This is an optimization exercise on Yosys and OpenROAD, whose aim is small area, a short achievable clock period and few clock cycles per item, not a production implementation.
The RTL was checked by simulation tests, not by an equivalence proof against the original design.
Power is estimated from default activity; no workload was simulated.

[flow/config.mk]
export PLATFORM = sky130hd
export DESIGN_NAME = echo_background
export DESIGN_NICKNAME = echo_background
export VERILOG_FILES = /design/flow/design.v
export SDC_FILE = /design/flow/constraint.sdc
export NUM_CORES = 4
export LEC_CHECK = 0
export CAP_MARGIN = 20
export CORE_MARGIN = 2
export CORE_UTILIZATION = 40
export SLEW_MARGIN = 20
[flow/design.v]
module echo_background (
    input  wire        clk,
    input  wire        rst,
    input  wire        in_valid,
    output wire        in_ready,
    input  wire [19:0] bin,
    input  wire [1:0]  size,        
    input  wire [4:0]  seg_k,       
    input  wire [9:0]  mult,        
    input  wire [9:0]  floor_cnt,   
    output reg         out_valid,
    input  wire        out_ready,
    output reg  [23:0] b16,
    output reg  [24:0] t16
);
    localparam [25:0] INF = 26'h3FFFFFF;    
    reg [10:0] bin_cnt;         
    reg [1:0]  cur_size;        
    reg [4:0]  cur_k;
    reg        f_segend;        
    reg        f_seg0end;       
    reg        f_last;          
    reg        s2_busy;         
    assign in_ready = !(f_last && s2_busy);
    wire take = in_valid && in_ready;
    wire [10:0] nxt      = bin_cnt + 11'd1;
    wire [10:0] seg_mask = (11'd8 << cur_size) - 11'd1;
    wire [10:0] last_bin = (11'd256 << cur_size) - 11'd1;
    wire [4:0]  k_eff    = (seg_k == 5'd0) ? 5'd1 : (seg_k > 5'd16) ? 5'd16 : seg_k;
    reg [19:0] d_bin;
    reg        d_segend, d_first, d_last;
    reg [25:0] acc;
    wire [25:0] acc_next = acc + {6'b0, d_bin};
    reg        tgl;             
    reg [25:0] ring [0:15];
    reg [25:0] ca;
    reg [3:0]  cnta;
    reg        acta, firsta, inita;
    wire [25:0] ea  = firsta ? {26{inita}} : ring[15];
    wire        lta = acta && (ca < ea);
    reg [25:0] cb;
    reg [3:0]  cntb;
    reg        actb, lastb;
    wire [25:0] eb  = ring[7];
    wire        ltb = actb && (cb < eb);
    integer i;
    always @(posedge clk) begin
        for (i = 1; i < 16; i = i + 1)
            if (i != 8) ring[i] <= ring[i-1];
        ring[0] <= lta ? ca : ea;
        ring[8] <= ltb ? cb : eb;
    end
    localparam B_IDLE = 3'd0, B_SUM = 3'd1, B_DIV = 3'd2, B_MUL0 = 3'd3,
               B_MUL = 3'd4, B_SQRT = 3'd5, B_FIN = 3'd6, B_OUT = 3'd7;
    reg [2:0]  bst;
    reg [4:0]  s2_k;
    reg [1:0]  s2_size;
    reg [9:0]  s2_mult;
    reg        acc_on, acc_fin;
    reg [4:0]  cnt;
    reg [30:0] A;               
    reg [3:0]  R;               
    reg [19:0] H;               
    reg [19:0] MC;              
    reg [21:0] SR;              
    wire [4:0]  dtrial = {R, A[30]};
    wire        dge    = dtrial >= s2_k;
    wire [4:0]  ddiff  = dtrial - s2_k;
    wire [20:0] psum   = {1'b0, H} + (A[0] ? {1'b0, MC} : 21'd0);
    wire [23:0] strial = {SR, H[19:18]};
    wire [23:0] ssub   = {2'b00, MC, 2'b01};
    wire        sge    = strial >= ssub;
    wire [23:0] sdiff  = strial - ssub;
    wire        mbit   = s2_mult[cnt[3:0] - 4'd1];
    always @(posedge clk) begin
        if (rst) begin
            bin_cnt   <= 11'd0;
            f_segend  <= 1'b0;
            f_seg0end <= 1'b0;
            f_last    <= 1'b0;
            d_bin     <= 20'd0;
            d_segend  <= 1'b0;
            d_first   <= 1'b0;
            d_last    <= 1'b0;
            acc       <= 26'd0;
            tgl       <= 1'b0;
            acta      <= 1'b0;
            actb      <= 1'b0;
            firsta    <= 1'b0;
            s2_busy   <= 1'b0;
            bst       <= B_IDLE;
            acc_on    <= 1'b0;
            acc_fin   <= 1'b0;
            out_valid <= 1'b0;
        end else begin
            d_bin    <= take ? bin : 20'd0;
            d_segend <= take && f_segend;
            d_first  <= take && f_seg0end;
            d_last   <= take && f_last;
            if (bin_cnt == 11'd0) begin    
                cur_size <= size;
                cur_k    <= k_eff;
            end
            if (take) begin
                bin_cnt   <= f_last ? 11'd0 : nxt;
                f_segend  <= (nxt & seg_mask) == seg_mask;
                f_seg0end <= nxt == seg_mask;
                f_last    <= nxt == last_bin;
            end
            if (d_segend) begin
                acc <= 26'd0;
                tgl <= !tgl;
            end else begin
                acc <= acc_next;
            end
            if (lta) ca <= ea;
            if (acta) begin
                cnta  <= cnta + 4'd1;
                inita <= {1'b0, cnta + 4'd1} < cur_k;
                if (cnta == 4'd15) begin
                    acta   <= 1'b0;
                    firsta <= 1'b0;
                end
            end
            if (d_segend && !tgl) begin
                ca     <= acc_next;
                cnta   <= 4'd0;
                inita  <= 1'b1;
                acta   <= 1'b1;
                firsta <= d_first;
            end
            if (ltb) cb <= eb;
            if (actb) begin
                cntb <= cntb + 4'd1;
                if (cntb == 4'd15) actb <= 1'b0;
            end
            if (d_segend && tgl) begin
                cb    <= acc_next;
                cntb  <= 4'd0;
                actb  <= 1'b1;
                lastb <= d_last;
            end
            acc_on  <= actb && lastb;
            acc_fin <= actb && lastb && (cntb == 4'd15);
            case (bst)
                B_IDLE: begin
                    s2_k    <= cur_k;
                    s2_size <= size;
                    s2_mult <= mult;
                    t16     <= {11'd0, floor_cnt, 4'd0};
                    A       <= 31'd0;
                    MC      <= 20'd0;
                    cnt     <= 5'd10;
                    if (take && f_last) begin
                        s2_busy <= 1'b1;
                        bst     <= B_SUM;
                    end
                end
                B_SUM: begin
                    if (acc_on)
                        A <= A + {ring[8], 1'b0};
                    if (cnt != 5'd0) begin    
                        MC  <= {MC[18:0], 1'b0} + (mbit ? {10'd0, s2_mult} : 20'd0);
                        cnt <= cnt - 5'd1;
                    end
                    if (acc_fin) begin
                        R   <= 4'd0;
                        cnt <= 5'd31 - {3'd0, s2_size};
                        bst <= B_DIV;
                    end
                end
                B_DIV: begin
                    R   <= dge ? ddiff[3:0] : dtrial[3:0];
                    A   <= {A[29:0], dge};
                    cnt <= cnt - 5'd1;
                    if (cnt == 5'd1) bst <= B_MUL0;
                end
                B_MUL0: begin
                    b16 <= A[23:0];
                    t16 <= t16 + {1'b0, A[23:0]};
                    H   <= 20'd0;
                    cnt <= 5'd24;
                    bst <= B_MUL;
                end
                B_MUL: begin
                    H        <= psum[20:1];
                    A[23:0]  <= {psum[0], A[23:1]};
                    cnt      <= cnt - 5'd1;
                    if (cnt == 5'd1) begin
                        SR  <= 22'd0;
                        MC  <= 20'd0;
                        cnt <= 5'd20;
                        bst <= B_SQRT;
                    end
                end
                B_SQRT: begin
                    SR       <= sge ? sdiff[21:0] : strial[21:0];
                    MC       <= {MC[18:0], sge};
                    H        <= {H[17:0], A[23:22]};
                    A[23:0]  <= {A[21:0], 2'b00};
                    cnt      <= cnt - 5'd1;
                    if (cnt == 5'd1) bst <= B_FIN;
                end
                B_FIN: begin
                    t16       <= t16 + {5'd0, MC};
                    out_valid <= 1'b1;
                    bst       <= B_OUT;
                end
                B_OUT: if (out_ready) begin
                    out_valid <= 1'b0;
                    s2_busy   <= 1'b0;
                    bst       <= B_IDLE;
                end
                default: bst <= B_IDLE;
            endcase
        end
    end
endmodule
[flow/constraint.sdc]
create_clock -name core_clock -period 12.0 [get_ports {clk}]
set_input_delay 2.4000 -clock core_clock [delete_from_list [all_inputs] [get_ports {clk}]]
set_output_delay 2.4000 -clock core_clock [all_outputs]
set_load 0.01 [all_outputs]
[flow/run.sh]
#!/bin/bash
# synth_recipe.tcl (not shown) runs the flow's synth.tcl, then flattens the netlist and writes it again
# the make line also repeats each setting of config.mk as NAME=value (left out here)
make -C /OpenROAD-flow-scripts/flow DESIGN_CONFIG=/design/flow/config.mk WORK_HOME=/design/flow/orfs CLKGATE_MAP_FILE= SYNTH_SCRIPT=/design/flow/synth_recipe.tcl finish
==> results.txt <==
registers in the layout, indices dropped and copies added, names as in the netlist, 4 cells and up:
register  flops
ring        416
A            31
acc          26
ca           26
cb           26
t16          25
b16          24
SR           22
H            20
MC           20
d_bin        20
bin_cnt      11
s2_mult      10
cnt           5
cur_k         5
s2_k          5
R             4
cnta          4
cntb          4
through the flow:
step / instance area, um^2 / hold WS, ns / std cells
global placement: 31800 / 0.309 / 3656
CTS: 34500 / 0.307 / 3801
global route: 34500 / 0.318 / 3801
detailed placement: 31800 / 0.312 / 3656
finish: 34500 / 0.303 / 3801
floorplan: 29700 / 0.310 / 2656
power by group:
| part | internal [W] | leakage, nW | total, W | switching [W] |
|---|---|---|---|---|
| sequential | 0.00258 | 6.26 | 0.00262 | 0.0000363 |
| clock | 0.00139 | 1.30 | 0.00242 | 0.00103 |
| combinational | 0.000127 | 6.44 | 0.000292 | 0.000165 |
cells by family after synthesis:
group                    synth area share (%)
buffers and inverters                    2.88
other                                  0.0126
adder cells (fa/ha/maj)                  8.70
AO/OA/AOI/OAI                            12.7
multiplexers                             4.09
XOR/XNOR                                 4.07
flip-flops                               57.0
AND/OR/NAND/NOR                          10.6
metal layers:
layer  part of all wire [%]  GRT usage, %
met5                      0             0
met4                    2.7          6.22
met3                    3.9          2.59
met2                     45          28.6
met1                     48          24.2
final cells by class:
type,instances,share of cell area (%)
Sequential cell,727,49.1
Multi-Input combinational cell,1716,34.8
Clock buffer,98,6.24
Tap cell,959,3.48
Timing Repair Buffer,125,3.44
Clock inverter,47,1.48
Inverter,129,1.41
worst max-delay path, stage by stage (launching register included):
cell and delay, ns:
dfxtp_1 0.85, inv_2 0.27, nor2_1 0.61, nand2_1 0.12
buf_4 0.28, nand2_1 0.11, o21ai_0 0.10, ha_1 0.23
fa_1 0.41, a21o_1 0.23, a31oi_1 0.24, o21bai_1 0.18
a211oi_1 0.43, a21oi_1 0.24, a221oi_2 0.39, o22ai_1 0.15
xnor2_1 0.17, nor2_1 0.05
worst paths after layout:
| path | from | endpoint | slack [ns] | depth (start not counted) |
|---|---|---|---|---|
| min | ring[10][1] | ring[11][1] | 0.30 | 0 |
| min reg2reg | ring[10][1] | ring[11][1] | 0.30 | 0 |
| max | bst[1] | t16[24] | 6.67 | 17 |
| max reg2reg | bst[1] | t16[24] | 6.67 | 17 |
cells in the final DEF (no fill, tap or decap), types with 71 or more instances in the layout:
cell type | synthesis | routed
nand2_1 | 174 | 172
xnor2_1 | 78 | 78
edfxtp_1 | 237 | 237
a21oi_1 | 187 | 183
inv_1 | 127 | 127
ha_1 | 197 | 197
clkbuf_16 | 0 | 81
dfxtp_1 | 490 | 489
clkdlybuf4s50_1 | 0 | 100
o21ai_0 | 126 | 126
a21o_1 | 83 | 82
nor2_1 | 229 | 228
and2_1 | 71 | 71
==> impl_metrics.json <==
{
  "period_share_pct": 44.4,
  "min_period_ns": 5.33,
  "ctsHtreeMaxLevel": 3,
  "cts_inserted_buffers": 78,
  "yosys_warnings": 2,
  "setup_slack_ns": 6.67,
  "seq_area_frac_synth_pct": 57.0,
  "area_delta_synth_final_pct": 15.9,
  "relSlewSlack_pct": 33.9,
  "critPathRequiredTime_ns": 12.37,
  "dieHeight_um": 277,
  "critPathKind": "register to register",
  "drtPass1Iterations": 7,
  "core_area_mm2": 0.0732,
  "grtUsageTotal_pct": 17.7,
  "cts_buffer_depth": 3,
  "hold_path.class": "register to register",
  "yosys.area.top_type": "dfxtp_1",
  "grt_pass1_wl_um": 108000,
  "synth_cells": 2655,
  "io_buffers": 101,
  "antenna_found_initial": 0,
  "die_area_mm2": 0.0765,
  "drc": 0,
  "outcome": "finished clean",
  "post-place-ws_ns": 6.77,
  "fin_setup_tns_ns": 0,
  "postCtsSetupBuffers": 0,
  "n_antenna_cell": 0,
  "total_power_w": 0.00533,
  "report.final.slew_viol_count": 0,
  "synth_most_common_cell": "dfxtp_1",
  "hold_viol": 0,
  "power_density_mw_per_mm2": 155,
  "fillCellCount": 6574,
  "clk_latency_ns": 0.64,
  "synth-edff-count": 237,
  "vias": 19600,
  "synth_top_area_share_pct": 33.0,
  "yosys-top-cells-count": "490 x dfxtp_1, 237 x edfxtp_1, 229 x nor2_1",
  "ys_types": 81,
  "viasPerCell": 5.15,
  "cp_max_fo": 46,
  "final_nets": 3031,
  "hpwlAfterDp_um": 49200,
  "floorplan.initialDensity_pct": 40.6,
  "fin_util_pct": 47.1,
  "grt_max_degree": 57,
  "ant_nets": 0,
  "ctsResizeCount": 0,
  "ir_drop_mv": 0.0959,
  "drive_above_1_share_pct": 8.37,
  "synth-main-ff-cell": "dfxtp_1",
  "rsz0062_at_grt": "no",
  "cp-end-kind": "register",
  "leakagePower_nw": 14.0,
  "syn_avg_cell_area_um2": 11.2,
  "wirelength_um": 68500,
  "wire_per_inst_um": 18.0,
  "multi_input_area_mm2": 0.0120,
  "setup_viol": 0,
  "synth_area_mm2": 0.0297,
  "critical_path_arrival_ns": 5.70,
  "finalClockSkew_ns": 0.0381,
  "worst_slew_pin_slew_ns": 0.984,
  "rows": 99,
  "critPathLaunchType": "register",
  "drtIter0Drc": 1292,
  "tritoncts": "yes",
  "grt_overflow": 0,
  "seq_area_mm2": 0.0169,
  "max_cap_viol_count": 0,
  "postSynth.asyncResetShare_pct": 0,
  "timing.fmax_mhz": 188,
  "cts-root-buf": "clkbuf_16",
  "fp.dieW_um": 277,
  "holdBufCountCts": 0,
  "cts_sinks": 727,
  "cts.clk_slew.worst_paths_ns": 0.06,
  "ys_seq_elements": 727,
  "place_congestion": 0.897,
  "synth.top_cells.by_area": "dfxtp_1 33%, edfxtp_1 24%, ha_1 8.3%",
  "first_global_vias": 19400,
  "io_pins": 102
}
Testbench counts, summed over its fixed seeds: cycles 40,445, histograms 96.

==> static timing again, ports no longer ideal <==
In the flow no input, the clock included, has a driving cell. The finished layout below was timed again as built, in two steps. Step 1 assumes that a clkbuf_16 drives the clock port and a buf_2 every other input. Step 2 moves the port delays by t, midway between the first and last clock arrival at a register: inputs arrive t later, outputs are due t later. That takes back most of the time a late clock gives input paths. Three values: ideal, step 1, step 2; two values: the first two.
t (ns): 0.686
setup WS [ns]: 6.668 / 6.668 / 6.668
worst data-port slew with drivers (ns): 0.05
After both steps this run still meets setup and hold. The setup slack of this run moves by 0.000 ns with the drivers and by 0.000 ns with both steps.
